Source: an optimization exercise on an open RTL-to-GDS flow (aim: small area, a short achievable clock period and few clock cycles per item). Production flows keep margins and buffers that such runs may drop. Only simulation tests tie the RTL to the original design; equivalence was not proved.

// sha256_lane
module sha256_lane (
    input  wire         clk,
    input  wire         rst_n,    
    input  wire         start,    
    input  wire         first,    
    input  wire [511:0] block,    
    output wire         ready,
    output reg          done,
    output wire [255:0] digest    
);
    localparam [31:0] IV0 = 32'h6a09e667, IV1 = 32'hbb67ae85,
                      IV2 = 32'h3c6ef372, IV3 = 32'ha54ff53a,
                      IV4 = 32'h510e527f, IV5 = 32'h9b05688c,
                      IV6 = 32'h1f83d9ab, IV7 = 32'h5be0cd19;
    function [31:0] knext;
        input [5:0] i;
        begin
            case (i)
                6'd0:  knext = 32'h71374491; 6'd1:  knext = 32'hb5c0fbcf;
                6'd2:  knext = 32'he9b5dba5; 6'd3:  knext = 32'h3956c25b;
                6'd4:  knext = 32'h59f111f1; 6'd5:  knext = 32'h923f82a4;
                6'd6:  knext = 32'hab1c5ed5; 6'd7:  knext = 32'hd807aa98;
                6'd8:  knext = 32'h12835b01; 6'd9:  knext = 32'h243185be;
                6'd10: knext = 32'h550c7dc3; 6'd11: knext = 32'h72be5d74;
                6'd12: knext = 32'h80deb1fe; 6'd13: knext = 32'h9bdc06a7;
                6'd14: knext = 32'hc19bf174; 6'd15: knext = 32'he49b69c1;
                6'd16: knext = 32'hefbe4786; 6'd17: knext = 32'h0fc19dc6;
                6'd18: knext = 32'h240ca1cc; 6'd19: knext = 32'h2de92c6f;
                6'd20: knext = 32'h4a7484aa; 6'd21: knext = 32'h5cb0a9dc;
                6'd22: knext = 32'h76f988da; 6'd23: knext = 32'h983e5152;
                6'd24: knext = 32'ha831c66d; 6'd25: knext = 32'hb00327c8;
                6'd26: knext = 32'hbf597fc7; 6'd27: knext = 32'hc6e00bf3;
                6'd28: knext = 32'hd5a79147; 6'd29: knext = 32'h06ca6351;
                6'd30: knext = 32'h14292967; 6'd31: knext = 32'h27b70a85;
                6'd32: knext = 32'h2e1b2138; 6'd33: knext = 32'h4d2c6dfc;
                6'd34: knext = 32'h53380d13; 6'd35: knext = 32'h650a7354;
                6'd36: knext = 32'h766a0abb; 6'd37: knext = 32'h81c2c92e;
                6'd38: knext = 32'h92722c85; 6'd39: knext = 32'ha2bfe8a1;
                6'd40: knext = 32'ha81a664b; 6'd41: knext = 32'hc24b8b70;
                6'd42: knext = 32'hc76c51a3; 6'd43: knext = 32'hd192e819;
                6'd44: knext = 32'hd6990624; 6'd45: knext = 32'hf40e3585;
  ...
Size in the first run: about 5,400 cells after synthesis, ~1,100 flip-flops.
export LEC_CHECK = 0
export CAP_MARGIN = 20
export CORE_MARGIN = 2
export CORE_UTILIZATION = 40
export SETUP_SLACK_MARGIN = 5
export SLEW_MARGIN = 20
create_clock -name core_clock -period 9.5 [get_ports {clk}]
standard.sh (not shown) runs the stock make flow with config.mk's settings and CLKGATE_MAP_FILE= SYNTH_SCRIPT=/design/flow/synth_recipe.tcl, a recipe that flattens the netlist after the stock synthesis.
==> flow/flow/run.sh <==
#!/bin/bash
# Standard layout, but with the smallest buffer on the ports (every port
# still gets its own buffer); each tool's output stays in orfs/logs.
set -euo pipefail
bash standard.sh BUFFER_PORTS_ARGS="-buffer_cell sky130_fd_sc_hd__buf_1" finish > standard_make.log 2>&1
Testbench counts at the start, summed over its fixed seeds: cycles 50,136, blocks 783.
Change:
--- a/flow/config.mk
+++ b/flow/config.mk
@@ -10,2 +10,4 @@
 export CORE_UTILIZATION = 40
+export CTS_CLUSTER_DIAMETER = 60
+export CTS_CLUSTER_SIZE = 30
 export SETUP_SLACK_MARGIN = 5
The new run ran to the end with no violations.
Synthesized area is unchanged.
Global-route usage drops by 0.12 points.
Hold slack gets worse by 0.017 ns.

* * *

The RTL this note starts from:
==> flow/design.v <==
module sha256_lane (
    input  wire         clk,
    input  wire         rst_n,    
    input  wire         start,    
    input  wire         first,    
    input  wire [511:0] block,    
    output wire         ready,
    output reg          done,
    output wire [255:0] digest    
);
    localparam [31:0] IV0 = 32'h6a09e667, IV1 = 32'hbb67ae85,
                      IV2 = 32'h3c6ef372, IV3 = 32'ha54ff53a,
                      IV4 = 32'h510e527f, IV5 = 32'h9b05688c,
                      IV6 = 32'h1f83d9ab, IV7 = 32'h5be0cd19;
    function [31:0] knext;
        input [5:0] i;
        begin
            case (i)
                6'd0:  knext = 32'h71374491; 6'd1:  knext = 32'hb5c0fbcf;
                6'd2:  knext = 32'he9b5dba5; 6'd3:  knext = 32'h3956c25b;
                6'd4:  knext = 32'h59f111f1; 6'd5:  knext = 32'h923f82a4;
                6'd6:  knext = 32'hab1c5ed5; 6'd7:  knext = 32'hd807aa98;
                6'd8:  knext = 32'h12835b01; 6'd9:  knext = 32'h243185be;
                6'd10: knext = 32'h550c7dc3; 6'd11: knext = 32'h72be5d74;
                6'd12: knext = 32'h80deb1fe; 6'd13: knext = 32'h9bdc06a7;
                6'd14: knext = 32'hc19bf174; 6'd15: knext = 32'he49b69c1;
                6'd16: knext = 32'hefbe4786; 6'd17: knext = 32'h0fc19dc6;
                6'd18: knext = 32'h240ca1cc; 6'd19: knext = 32'h2de92c6f;
                6'd20: knext = 32'h4a7484aa; 6'd21: knext = 32'h5cb0a9dc;
                6'd22: knext = 32'h76f988da; 6'd23: knext = 32'h983e5152;
                6'd24: knext = 32'ha831c66d; 6'd25: knext = 32'hb00327c8;
                6'd26: knext = 32'hbf597fc7; 6'd27: knext = 32'hc6e00bf3;
                6'd28: knext = 32'hd5a79147; 6'd29: knext = 32'h06ca6351;
                6'd30: knext = 32'h14292967; 6'd31: knext = 32'h27b70a85;
                6'd32: knext = 32'h2e1b2138; 6'd33: knext = 32'h4d2c6dfc;
                6'd34: knext = 32'h53380d13; 6'd35: knext = 32'h650a7354;
                6'd36: knext = 32'h766a0abb; 6'd37: knext = 32'h81c2c92e;
                6'd38: knext = 32'h92722c85; 6'd39: knext = 32'ha2bfe8a1;
                6'd40: knext = 32'ha81a664b; 6'd41: knext = 32'hc24b8b70;
                6'd42: knext = 32'hc76c51a3; 6'd43: knext = 32'hd192e819;
                6'd44: knext = 32'hd6990624; 6'd45: knext = 32'hf40e3585;
                6'd46: knext = 32'h106aa070; 6'd47: knext = 32'h19a4c116;
                6'd48: knext = 32'h1e376c08; 6'd49: knext = 32'h2748774c;
                6'd50: knext = 32'h34b0bcb5; 6'd51: knext = 32'h391c0cb3;
                6'd52: knext = 32'h4ed8aa4a; 6'd53: knext = 32'h5b9cca4f;
                6'd54: knext = 32'h682e6ff3; 6'd55: knext = 32'h748f82ee;
                6'd56: knext = 32'h78a5636f; 6'd57: knext = 32'h84c87814;
                6'd58: knext = 32'h8cc70208; 6'd59: knext = 32'h90befffa;
                6'd60: knext = 32'ha4506ceb; 6'd61: knext = 32'hbef9a3f7;
                6'd62: knext = 32'hc67178f2; default: knext = 32'h428a2f98;
            endcase
        end
    endfunction
    function [63:0] csa;
        input [31:0] x, y, z;
        begin
            csa[31:0]  = x ^ y ^ z;
            csa[63:32] = {(x[30:0] & y[30:0]) | (x[30:0] & z[30:0]) | (y[30:0] & z[30:0]), 1'b0};
        end
    endfunction
    reg        run;       
    reg  [5:0] cnt;       
    reg        pre;       
    reg        rdy;       
    reg        r61, r62, r63;    
    reg        fst_cur;   
    reg        fst_nxt;   
    reg [31:0] a, b, c, d, e, f, g;   
    reg [31:0] p;                     
    reg [31:0] kq;                    
    reg [31:0] f0, f4;                
    reg [31:0] hv0, hv1, hv2, hv3, hv4, hv5, hv6, hv7;    
    reg [31:0] w [0:15];              
    wire       nrun   = (run & ~r63) | pre;
    wire [5:0] cnt_n  = nrun ? cnt + 6'd1 : cnt;
    wire       acc    = start & rdy;
    assign ready  = rdy;
    assign digest = {hv0, hv1, hv2, hv3, hv4, hv5, hv6, hv7};
    wire [31:0] s0 = fst_cur ? IV0 : hv0, s1 = fst_cur ? IV1 : hv1,
                s2 = fst_cur ? IV2 : hv2, s3 = fst_cur ? IV3 : hv3,
                s4 = fst_cur ? IV4 : hv4, s5 = fst_cur ? IV5 : hv5,
                s6 = fst_cur ? IV6 : hv6, s7 = fst_cur ? IV7 : hv7;
    wire [31:0] n0 = fst_nxt ? IV0 : hv0, n1 = fst_nxt ? IV1 : hv1,
                n2 = fst_nxt ? IV2 : hv2, n3 = fst_nxt ? IV3 : hv3,
                n4 = fst_nxt ? IV4 : hv4, n5 = fst_nxt ? IV5 : hv5,
                n6 = fst_nxt ? IV6 : hv6, n7 = fst_nxt ? IV7 : hv7;
    wire [31:0] big_s1 = {e[5:0], e[31:6]} ^ {e[10:0], e[31:11]} ^ {e[24:0], e[31:25]};
    wire [31:0] big_s0 = {a[1:0], a[31:2]} ^ {a[12:0], a[31:13]} ^ {a[21:0], a[31:22]};
    wire [31:0] ch     = (e & f) ^ (~e & g);
    wire [31:0] maj    = (a & b) | (c & (a | b));
    wire [63:0] a1 = csa(p, maj, f0);
    wire [63:0] a2 = csa(big_s0, big_s1, ch);
    wire [63:0] a3 = csa(a1[31:0], a1[63:32], a2[31:0]);
    wire [63:0] a4 = csa(a3[31:0], a3[63:32], a2[63:32]);
    wire [31:0] a_new = a4[31:0] + a4[63:32];
    wire [63:0] e1 = csa(p, d, f4);
    wire [63:0] e2 = csa(e1[31:0], e1[63:32], ch);
    wire [63:0] e3 = csa(e2[31:0], e2[63:32], big_s1);
    wire [31:0] e_new = e3[31:0] + e3[63:32];
    wire [31:0] xh  = pre ? n7 : g;               
    wire [63:0] p1  = csa(xh, kq, w[0]);
    wire [31:0] p_new = p1[31:0] + p1[63:32];
    wire [31:0] ha  = r61 ? s3 : r62 ? s2 : s1;
    wire [31:0] he  = r61 ? s7 : r62 ? s6 : s5;
    wire [31:0] sum_a = ha + a;
    wire [31:0] sum_e = he + e;
    wire [31:0] sml_s0 = {w[1][6:0], w[1][31:7]}   ^ {w[1][17:0], w[1][31:18]}  ^ (w[1] >> 3);
    wire [31:0] sml_s1 = {w[14][16:0], w[14][31:17]} ^ {w[14][18:0], w[14][31:19]} ^ (w[14] >> 10);
    wire [63:0] w1 = csa(sml_s1, w[9], w[0]);
    wire [63:0] w2 = csa(w1[31:0], w1[63:32], sml_s0);
    wire [31:0] w_new = w2[31:0] + w2[63:32];
    integer i;
    always @(posedge clk) begin
        if (!rst_n) begin
            run  <= 1'b0;
            cnt  <= 6'd63;
            pre  <= 1'b0;
            rdy  <= 1'b1;
            done <= 1'b0;
            r61  <= 1'b0;
            r62  <= 1'b0;
            r63  <= 1'b0;
        end else begin
            run  <= nrun;
            cnt  <= cnt_n;
            pre  <= acc;
            rdy  <= (~nrun & ~acc) | r61;
            done <= r63;
            r61  <= run & (cnt == 6'd60);
            r62  <= r61;
            r63  <= r62;
        end
    end
    always @(posedge clk) begin
        if (rdy)
            fst_nxt <= first;
        if (pre)
            fst_cur <= fst_nxt;
        if (rdy) begin
            for (i = 0; i < 16; i = i + 1)
                w[i] <= block[511 - 32*i -: 32];
        end else begin
            for (i = 0; i < 15; i = i + 1)
                w[i] <= w[i+1];
            w[15] <= w_new;
        end
        kq <= knext(cnt_n);
        p  <= p_new;
        f0 <= r62 ? s0 : 32'd0;
        f4 <= r62 ? s4 : 32'd0;
        if (pre & fst_nxt) begin
            a <= IV0; b <= IV1; c <= IV2; d <= IV3;
            e <= IV4; f <= IV5; g <= IV6;
        end else if (r63) begin
            a <= a_new; b <= sum_a; c <= hv2; d <= hv3;
            e <= e_new; f <= sum_e; g <= hv6;
        end else if (pre) begin
            a <= hv0; b <= hv1; c <= hv2; d <= hv3;
            e <= hv4; f <= hv5; g <= hv6;
        end else begin
            a <= a_new; b <= a; c <= b; d <= c;
            e <= e_new; f <= e; g <= f;
        end
        if (r61) begin
            hv3 <= sum_a; hv7 <= sum_e;
        end
        if (r62) begin
            hv2 <= sum_a; hv6 <= sum_e;
        end
        if (r63) begin
            hv0 <= a_new; hv1 <= sum_a;
            hv4 <= e_new; hv5 <= sum_e;
        end
    end
endmodule
export LEC_CHECK = 0
export CAP_MARGIN = 20
export CORE_MARGIN = 2
export CORE_UTILIZATION = 60
export PLACE_DENSITY = 0.75
export SETUP_SLACK_MARGIN = 5
export SLEW_MARGIN = 20
create_clock -name core_clock -period 9.5 [get_ports {clk}]
Scripts as last shown in full above: flow/flow/run.sh
Testbench counts at the start, summed over its fixed seeds: cycles 50,136, blocks 783.
==> next run, changes <==
==> flow/run.sh (new file) <==
#!/bin/bash
# synth_recipe.tcl (not shown) runs the flow's synth.tcl, then flattens the netlist and writes it again
# the make line also repeats each setting of config.mk as NAME=value (left out here)
make -C /OpenROAD-flow-scripts/flow DESIGN_CONFIG=/design/flow/config.mk WORK_HOME=/design/flow/orfs CLKGATE_MAP_FILE= SYNTH_SCRIPT=/design/flow/synth_recipe.tcl finish
- CORE_UTILIZATION: 60 -> 40
- PLACE_DENSITY: 0.75 -> unset
removed: flow/flow/run.sh
removed: flow/standard.sh
- The changed run went through all stages and came out clean
- register-to-register slack gets better by 30 ps
- worst setup slack gets better by 35 ps
- wire length grows by 7.1%
- final area grows by 8.4%
- clock skew grows by 32 ps
- area after synthesis is unchanged
- global-route usage shrinks by 11 points
- first-iteration DRC count shrinks by 37%
==> next run, changes <==
- SETUP_SLACK_MARGIN: 5 -> unset
After rerunning: The new run went through all stages and came out clean. Routed wire length shrinks slightly. Critical path depth grows by 1. Design area shrinks by a few percent. Final cell count shrinks slightly. Synthesized cell count stays the same. Maximum frequency shrinks by about a fifth. Worst setup slack degrades by 1100 ps. First-iteration DRC count grows by roughly a tenth.

[what the ideal ports hide]
How much do the figures lean on ideal ports? The routed layouts below were timed once more, with nothing changed but the port constraints.
Step 1 sets driving cells, clkbuf_16 on the clock port and buf_2 on the other inputs (assumed; they add their load-dependent delay and slew).
Step 2 adds t to the input delays and takes it off the output delays; t is the mean of the earliest and latest rising clock arrival at the registers after step 1. Input paths then give back, and output paths get back, about the clock's delay inside the block.
a / b / c = ideal / step 1 / step 2; a / b = the first two.
run | t, ns | setup slack, ns | hold slack, ns | worst setup path after step 2 | latest minus earliest clock arrival (ns)
the first run of note 1 | 0.808 | 4.490 / 4.490 / 4.490 | 0.425 / 0.425 / 0.425 | register to register | 0.083 / 0.083
the second run of note 1 | 0.801 | 4.482 / 4.482 / 4.482 | 0.408 / 0.408 / 0.408 | register to register | 0.063 / 0.063
the first run of note 2 | 0.784 | 4.624 / 4.624 / 4.624 | 0.442 / 0.442 / 0.442 | register to register | 0.029 / 0.029
the second run of note 2 | 0.859 | 4.659 / 4.659 / 4.659 | 0.433 / 0.433 / 0.433 | register to register | 0.060 / 0.059
the third run of note 2 | 0.847 | 3.556 / 3.556 / 3.556 | 0.440 / 0.440 / 0.440 | register to register | 0.062 / 0.063
After both steps setup and hold are still met in every run listed.
